What follows belongs to an exercise in optimizing a design on an open flow for small area and a short achievable clock period; a production flow would make more cautious choices. In this exercise RTL edits were held to simulation tests only and were not proved equivalent to the original. Power figures rest on the tool's default switching activity, not on a simulated workload.

## flow/design.v (module list and top-level ports; edited modules follow where they fit)
// module iu32: 1831 lines
module iu32 (
    input  wire        clk,
    input  wire        in_class,
    input  wire [4:0]  in_op,
    input  wire        in_f,
    input  wire [31:0] in_a,
    input  wire [31:0] in_b,
    input  wire [3:0]  in_flags,
    output wire [31:0] out_rd,
    output wire [31:0] out_re,
    output wire        out_wrd,
    output wire        out_wre,
    output wire [3:0]  out_flags
);
  // ...
==> flow/run.sh <==
#!/bin/bash
# synth_recipe.tcl (not shown) runs the flow's synth.tcl, then flattens the netlist and writes it again
# the make line also repeats each setting of config.mk as NAME=value (left out here)
make -C /OpenROAD-flow-scripts/flow DESIGN_CONFIG=/design/flow/config.mk WORK_HOME=/design/flow/orfs CLKGATE_MAP_FILE= SYNTH_SCRIPT=/design/flow/synth_recipe.tcl finish
==> flow/config.mk <==
export PLATFORM = sky130hd
export DESIGN_NAME = iu32
export DESIGN_NICKNAME = iu32
export VERILOG_FILES = /design/flow/design.v
export SDC_FILE = /design/flow/constraint.sdc
export NUM_CORES = 4
export LEC_CHECK = 0
export CAP_MARGIN = 20
export CORE_MARGIN = 2
export CORE_UTILIZATION = 40
export SLEW_MARGIN = 20
==> flow/constraint.sdc <==
create_clock -name core_clock -period 16.0 [get_ports {clk}]
set_input_delay 3.2000 -clock core_clock [delete_from_list [all_inputs] [get_ports {clk}]]
set_output_delay 3.2000 -clock core_clock [all_outputs]
set_load 0.01 [all_outputs]
==> results.sh, run 1 <==
export IMPL_fin_total_pwr_mw=12.2
export IMPL_syn_inst=5814
export IMPL_post_route_period_util_pct=61.3
export IMPL_met1_usage_pct=43.0
export IMPL_synthesis_nets=6649
export IMPL_power_leader="combinational logic"
export IMPL_regArea_um2=4630
export IMPL_gr_total_overflow=0
export IMPL_top_regs="rq (188), alu_q (32)"
export IMPL_final_common_cell="nand2_1"
export IMPL_flops_and_latches=231
export IMPL_antenna_found_initial=8
export IMPL_cts_resized=0
export IMPL_required_ns=16.51
export IMPL_status="finished clean"
export IMPL_multi_input_area_share_pct=76.3
export IMPL_cts_root_buf="clkbuf_16"
export IMPL_cts_sinks=231
export IMPL_worstPathMaxFanout=32
export IMPL_crit_cells=24
export IMPL_hold_viol=0
export IMPL_yosysMostFrequentCell="nand2_1"
export IMPL_slew_viol_final=0
export IMPL_clk_path_buf_depth=3
export IMPL_synth_adder_area_share_pct=28.6
export IMPL_vias=42500
==> run 2, diff against run 1 <==
--- a/flow/design.v
+++ b/flow/design.v
@@ -131,65 +131,65 @@
     generate
         for (gj = 0; gj < 17; gj = gj + 1) begin : g_booth
             assign bone[gj] = Bx[2*gj+1] ^ Bx[2*gj];
             assign btwo[gj] = Bx[2*gj+2] ? (~Bx[2*gj+1] & ~Bx[2*gj]) : (Bx[2*gj+1] & Bx[2*gj]);
             assign bneg[gj] = Bx[2*gj+2];
         end
     endgenerate
     wire [33:0] pp0;
-    assign pp0 = ({34{bone[0]}} & A) ^ ({34{btwo[0]}} & A2) ^ {34{bneg[0]}};
+    assign pp0 = (({34{bone[0]}} & A) | ({34{btwo[0]}} & A2)) ^ {34{bneg[0]}};
     wire ppn0 = ~pp0[33];
     wire [33:0] pp1;
-    assign pp1 = ({34{bone[1]}} & A) ^ ({34{btwo[1]}} & A2) ^ {34{bneg[1]}};
+    assign pp1 = (({34{bone[1]}} & A) | ({34{btwo[1]}} & A2)) ^ {34{bneg[1]}};
     wire ppn1 = ~pp1[33];
     wire [33:0] pp2;
-    assign pp2 = ({34{bone[2]}} & A) ^ ({34{btwo[2]}} & A2) ^ {34{bneg[2]}};
+    assign pp2 = (({34{bone[2]}} & A) | ({34{btwo[2]}} & A2)) ^ {34{bneg[2]}};
     wire ppn2 = ~pp2[33];
     wire [33:0] pp3;
-    assign pp3 = ({34{bone[3]}} & A) ^ ({34{btwo[3]}} & A2) ^ {34{bneg[3]}};
+    assign pp3 = (({34{bone[3]}} & A) | ({34{btwo[3]}} & A2)) ^ {34{bneg[3]}};
     wire ppn3 = ~pp3[33];
     wire [33:0] pp4;
-    assign pp4 = ({34{bone[4]}} & A) ^ ({34{btwo[4]}} & A2) ^ {34{bneg[4]}};
+    assign pp4 = (({34{bone[4]}} & A) | ({34{btwo[4]}} & A2)) ^ {34{bneg[4]}};
     wire ppn4 = ~pp4[33];
     wire [33:0] pp5;
-    assign pp5 = ({34{bone[5]}} & A) ^ ({34{btwo[5]}} & A2) ^ {34{bneg[5]}};
+    assign pp5 = (({34{bone[5]}} & A) | ({34{btwo[5]}} & A2)) ^ {34{bneg[5]}};
     wire ppn5 = ~pp5[33];
     wire [33:0] pp6;
-    assign pp6 = ({34{bone[6]}} & A) ^ ({34{btwo[6]}} & A2) ^ {34{bneg[6]}};
+    assign pp6 = (({34{bone[6]}} & A) | ({34{btwo[6]}} & A2)) ^ {34{bneg[6]}};
     wire ppn6 = ~pp6[33];
     wire [33:0] pp7;
-    assign pp7 = ({34{bone[7]}} & A) ^ ({34{btwo[7]}} & A2) ^ {34{bneg[7]}};
+    assign pp7 = (({34{bone[7]}} & A) | ({34{btwo[7]}} & A2)) ^ {34{bneg[7]}};
     wire ppn7 = ~pp7[33];
     wire [33:0] pp8;
-    assign pp8 = ({34{bone[8]}} & A) ^ ({34{btwo[8]}} & A2) ^ {34{bneg[8]}};
+    assign pp8 = (({34{bone[8]}} & A) | ({34{btwo[8]}} & A2)) ^ {34{bneg[8]}};
     wire ppn8 = ~pp8[33];
     wire [33:0] pp9;
-    assign pp9 = ({34{bone[9]}} & A) ^ ({34{btwo[9]}} & A2) ^ {34{bneg[9]}};
+    assign pp9 = (({34{bone[9]}} & A) | ({34{btwo[9]}} & A2)) ^ {34{bneg[9]}};
     wire ppn9 = ~pp9[33];
     wire [33:0] pp10;
-    assign pp10 = ({34{bone[10]}} & A) ^ ({34{btwo[10]}} & A2) ^ {34{bneg[10]}};
+    assign pp10 = (({34{bone[10]}} & A) | ({34{btwo[10]}} & A2)) ^ {34{bneg[10]}};
     wire ppn10 = ~pp10[33];
     wire [33:0] pp11;
-    assign pp11 = ({34{bone[11]}} & A) ^ ({34{btwo[11]}} & A2) ^ {34{bneg[11]}};
+    assign pp11 = (({34{bone[11]}} & A) | ({34{btwo[11]}} & A2)) ^ {34{bneg[11]}};
     wire ppn11 = ~pp11[33];
     wire [33:0] pp12;
-    assign pp12 = ({34{bone[12]}} & A) ^ ({34{btwo[12]}} & A2) ^ {34{bneg[12]}};
+    assign pp12 = (({34{bone[12]}} & A) | ({34{btwo[12]}} & A2)) ^ {34{bneg[12]}};
     wire ppn12 = ~pp12[33];
     wire [33:0] pp13;
-    assign pp13 = ({34{bone[13]}} & A) ^ ({34{btwo[13]}} & A2) ^ {34{bneg[13]}};
+    assign pp13 = (({34{bone[13]}} & A) | ({34{btwo[13]}} & A2)) ^ {34{bneg[13]}};
     wire ppn13 = ~pp13[33];
     wire [33:0] pp14;
-    assign pp14 = ({34{bone[14]}} & A) ^ ({34{btwo[14]}} & A2) ^ {34{bneg[14]}};
+    assign pp14 = (({34{bone[14]}} & A) | ({34{btwo[14]}} & A2)) ^ {34{bneg[14]}};
     wire ppn14 = ~pp14[33];
     wire [33:0] pp15;
-    assign pp15 = ({34{bone[15]}} & A) ^ ({34{btwo[15]}} & A2) ^ {34{bneg[15]}};
+    assign pp15 = (({34{bone[15]}} & A) | ({34{btwo[15]}} & A2)) ^ {34{bneg[15]}};
     wire ppn15 = ~pp15[33];
     wire [33:0] pp16;
-    assign pp16 = ({34{bone[16]}} & A) ^ ({34{btwo[16]}} & A2) ^ {34{bneg[16]}};
+    assign pp16 = (({34{bone[16]}} & A) | ({34{btwo[16]}} & A2)) ^ {34{bneg[16]}};
     wire ppn16 = ~pp16[33];
     wire s1, k2;
     assign s1 = bneg[2] ^ pp0[4];
     assign k2 = bneg[2] & pp0[4];
     wire s3, k4;
     assign s3 = pp0[5] ^ pp1[3];
     assign k4 = pp0[5] & pp1[3];
     wire s5, k6;
==> flow/flow/run.sh (new file) <==
#!/bin/bash
# Layout flow: the standard ORFS flow (standard.sh, standard synthesis
# unchanged), with the timing repair after floorplan, CTS and global route
# asked to leave MARGIN ns of setup slack. The SDC (clock period, I/O delays,
# loads) is the design's, unchanged. make's full output goes to
# flow_orfs.log here; ORFS's per-step logs stay under orfs/logs/.
set -euo pipefail
[[ -f standard.sh ]] || cd "$(dirname "$0")/.."
MARGIN=8
bash standard.sh SETUP_SLACK_MARGIN=$MARGIN finish > flow_orfs.log 2>&1
==> flow/standard.sh (new file) <==
#!/bin/bash
# synth_recipe.tcl (not shown) runs the flow's synth.tcl, then flattens the netlist and writes it again
# the make line also repeats each setting of config.mk as NAME=value (left out here)
make -C /OpenROAD-flow-scripts/flow DESIGN_CONFIG=/design/flow/config.mk WORK_HOME=/design/flow/orfs CLKGATE_MAP_FILE= SYNTH_SCRIPT=/design/flow/synth_recipe.tcl "${@:-finish}"
==> flow/config.mk (replaced) <==
export PLATFORM = sky130hd
export DESIGN_NAME = iu32
export DESIGN_NICKNAME = iu32
export VERILOG_FILES = /design/flow/design.v
export SDC_FILE = /design/flow/constraint.sdc
export NUM_CORES = 4
export LEC_CHECK = 0
export CAP_MARGIN = 20
export CORE_MARGIN = 2
export CORE_UTILIZATION = 60
export SLEW_MARGIN = 20
removed: flow/run.sh
==> results.sh, run 2 <==
export IMPL_status="finished clean"
export IMPL_crit_chain="clkdlybuf4s15_2 -> clkinvlp_4 -> fa_1 -> inv_1 -> fa_1 -> inv_2 -> fa_1 -> fa_1 -> fa_1 -> inv_2 -> ha_4 -> fa_2 -> xor2_2 -> a221oi_2 -> o211ai_1 -> a221oi_1 -> o221ai_1 -> or4_1"
export IMPL_finalSetupViolations=0
export IMPL_cts_buffers=27
export IMPL_fp_dieW_um=271
export IMPL_ctsHoldBuffers=0
export IMPL_leakagePower_nw=19.6
export IMPL_yosysWarnings=1
export IMPL_place_congestion=1.08
export IMPL_grt_max_degree=49
export IMPL_layout_common_cells="xnor2_1, inv_1, a22oi_1"
export IMPL_num_nets_final=5607
export IMPL_avgRoutedWirePerCell_um=33.8
export IMPL_maxCapViolCount=0
export IMPL_slowest_delay_ns=0.58
export IMPL_die_y_um=271
export IMPL_final_common_cell="xnor2_1"
export IMPL_antenna_found_initial=3
export IMPL_postLayoutCoreUtil_pct=67.4
export IMPL_yosysMostFrequentCell="xnor2_1"
export IMPL_dp_hpwl_um=124000
export IMPL_ys_seq_elements=231
export IMPL_clkPwrFrac_pct=5.6
export IMPL_end_kind="register"
export IMPL_drtIter0Drc=7290
export IMPL_avgSynthCellArea_um2=8.81
export IMPL_netlist_cell_type_count=105
export IMPL_syn_inst=4858
export IMPL_gr_total_overflow=0
export IMPL_drt_wl_total_um=194000
export IMPL_worstPathMaxFanout=11
export IMPL_synthesis_nets=5693
export IMPL_seq_power_share_pct=8.9
export IMPL_yosysTopAreaCell="fa_1"
export IMPL_clk_path_buf_depth=3
export IMPL_syn_to_final_growth_pct=10.9
export IMPL_cts_sinks=231
export IMPL_fin_tns_setup_ns=0
export IMPL_grt_pass1_vias=40300
export IMPL_path_common_cell="fa_1"
export IMPL_final_antenna_net_count=0
export IMPL_slew_viol_final=0
export IMPL_largest_reg_flops=188
export IMPL_powerDensity_nw_per_um2=252
export IMPL_async_flop_share_pct=0
export IMPL_combPwrFrac_pct=85.5
export IMPL_holdCritPathClass="input pin to register"
export IMPL_ys_seq_area_share_pct=10.8
export IMPL_setup_slack_ns=7.86
export IMPL_top_regs="rq (188), alu_q (32)"
export IMPL_cts_root_buf="clkbuf_16"
export IMPL_ioPinCount=146
export IMPL_drc=0
export IMPL_synthesis_area_um2=42800
export IMPL_ir_drop_uv=553
export IMPL_grt_use_total_pct=51.1
export IMPL_required_ns=16.47
export IMPL_synth_top_area_share_pct=24.6
export IMPL_cp_start_kind="input pin"
export IMPL_pre_cts_slack_ns=5.34
export IMPL_vias=41400
export IMPL_tightest_slew_ns=1.17
export IMPL_worstPathArrival_ns=8.61
export IMPL_synthFlopType="dfxtp_1"
export IMPL_p_int_mw=5.63
export IMPL_post_route_period_util_pct=50.8
export IMPL_dr_pass1_iters=14
export IMPL_hold_viol=0
export IMPL_fmax_mhz=123
export IMPL_placementRows=97
export IMPL_finalCriticalPeriod_ns=8.14
export IMPL_cts_tree="done"
export IMPL_slowest_stage="fa_1"
export IMPL_synth_edf_count=0
export IMPL_fin_total_pwr_mw=11.9
export IMPL_viasPerCell=7.23
export IMPL_dieArea_um2=73500
export IMPL_switching_power_mw=6.31
export IMPL_max_slew_margin_pct=21.4
export IMPL_io_buffers=145
export IMPL_initial_core_util_pct=60.8
export IMPL_grt_pass1_wl_um=275000
export IMPL_cts_clk_slew_worst_paths_ns=0.07
export IMPL_swShare_pct=52.9
export IMPL_criticalPathCategory="input pin to register"
export IMPL_synth_area_top_cells="fa_1, xnor2_1, dfxtp_1"
export IMPL_nFillCells=5732
export IMPL_h_tree_depth=1
export IMPL_core_area_um2=70400
export IMPL_ys_top_cells_by_count="xnor2_1, inv_1, fa_1"
export IMPL_drive_gt1_share_pct=12.5
export IMPL_rsz0062_at_grt="true"
export IMPL_largest_register="rq"
-- run 2: timing repair --
item	CTS	global route
cloned	20	4
setup buffers	46	37
resized for setup	214	101
endpoints found under the setup margin	97	66
pin swaps	38	42
-- run 2: worst paths after layout --
path	from	endpoint	slack, ns	cells after the start
setup / recovery	in_b[24]	alu_q[2]	7.86	18
hold / removal	in_b[3]	rq[3]	2.86	1
-- run 2: power groups by stage --
stage | sequential, mW | clock [mW] | combinational (mW)
2_1_floorplan | 1.01 | 0 | 5.98
3_3_place_gp | 1.06 | 0 | 9.44
3_5_place_dp | 1.06 | 0 | 9.53
4_1_cts | 1.05 | 0.672 | 9.83
5_1_grt | 1.08 | 0.694 | 11.0
6_report | 1.06 | 0.675 | 10.2
-- run 2: layout make-up --
type | instances | area, um^2 | area share, %
clock buffer | 31 | 721 | 1.52
timing repair buffer | 355 | 3550 | 7.47
sequential | 231 | 4620 | 9.74
timing repair inverter | 4 | 35.0 | 0.0738
tap | 940 | 1180 | 2.48
antenna | 3 | 7.51 | 0.0158
clock inverter | 18 | 223 | 0.469
inverter | 578 | 2250 | 4.74
multi-input combinational | 3575 | 34900 | 73.5
-- run 2: critical path, delay by kind of cell --
family	cells	cell delay, ns
XOR/XNOR	1	0.17
adder cells (fa/ha/maj)	7	3.06
buffers and inverters	5	0.88
AND/OR/NAND/NOR	1	0.53
AO/OA/AOI/OAI	4	0.75
-- run 2: cell families after synthesis --
logic type	Yosys count	synth area share, %
AO/OA/AOI/OAI	1223	20.2
XOR/XNOR	717	14.7
adder cells (fa/ha/maj)	759	31.4
buffers and inverters	1054	9.49
flip-flops	231	10.8
multiplexers	151	5.25
AND/OR/NAND/NOR	723	8.11
-- run 2: metal layers --
layer	vias to the layer above	track usage (%)	share of wire, %
li1	16500	-	-
met1	19900	65.1	35
met2	3963	69.6	38
met3	1096	24.1	18
met4	8	31.6	8.4
met5	-	1.67	0.11
-- run 2: metrics by stage --
stage               instances  area (um^2)  hold slack, ns
finish                   5735        47500            2.86
global route             5732        47500            2.86
CTS                      5691        46700            2.85
detailed placement       5576        44300            3.59
global placement         5576        44300            3.58
floorplan                4858        43200            3.23

## what the ideal ports hide
How much do the figures lean on ideal ports? The routed layouts below were timed once more, with nothing changed but the port constraints. Step 1 (the two cells are an assumption about what drives the block):
set clk [get_ports {clk}]
set_driving_cell -lib_cell sky130_fd_sc_hd__clkbuf_16 $clk
set_driving_cell -lib_cell sky130_fd_sc_hd__buf_2 [delete_from_list [all_inputs] $clk]
Step 2 also shifts input and output timing later by t, the mid clock arrival at the registers, as if the neighbouring blocks saw the same clock. a / b / c = no drivers / after step 1 / after step 2; a / b = the first two.
run	t, ns	setup slack, ns	hold WS [ns]	worst setup path after step 2
run 1	0.708	6.186 / 6.231 / 5.523	3.002 / 2.948 / 3.656	input to register
run 2	0.657	7.864 / 7.908 / 7.251	2.859 / 2.829 / 3.486	input to register
After both steps every run listed still meets setup and hold. The setup slack of run 1, which loses most, moves by +0.045 ns with the drivers and by -0.663 ns with both steps.
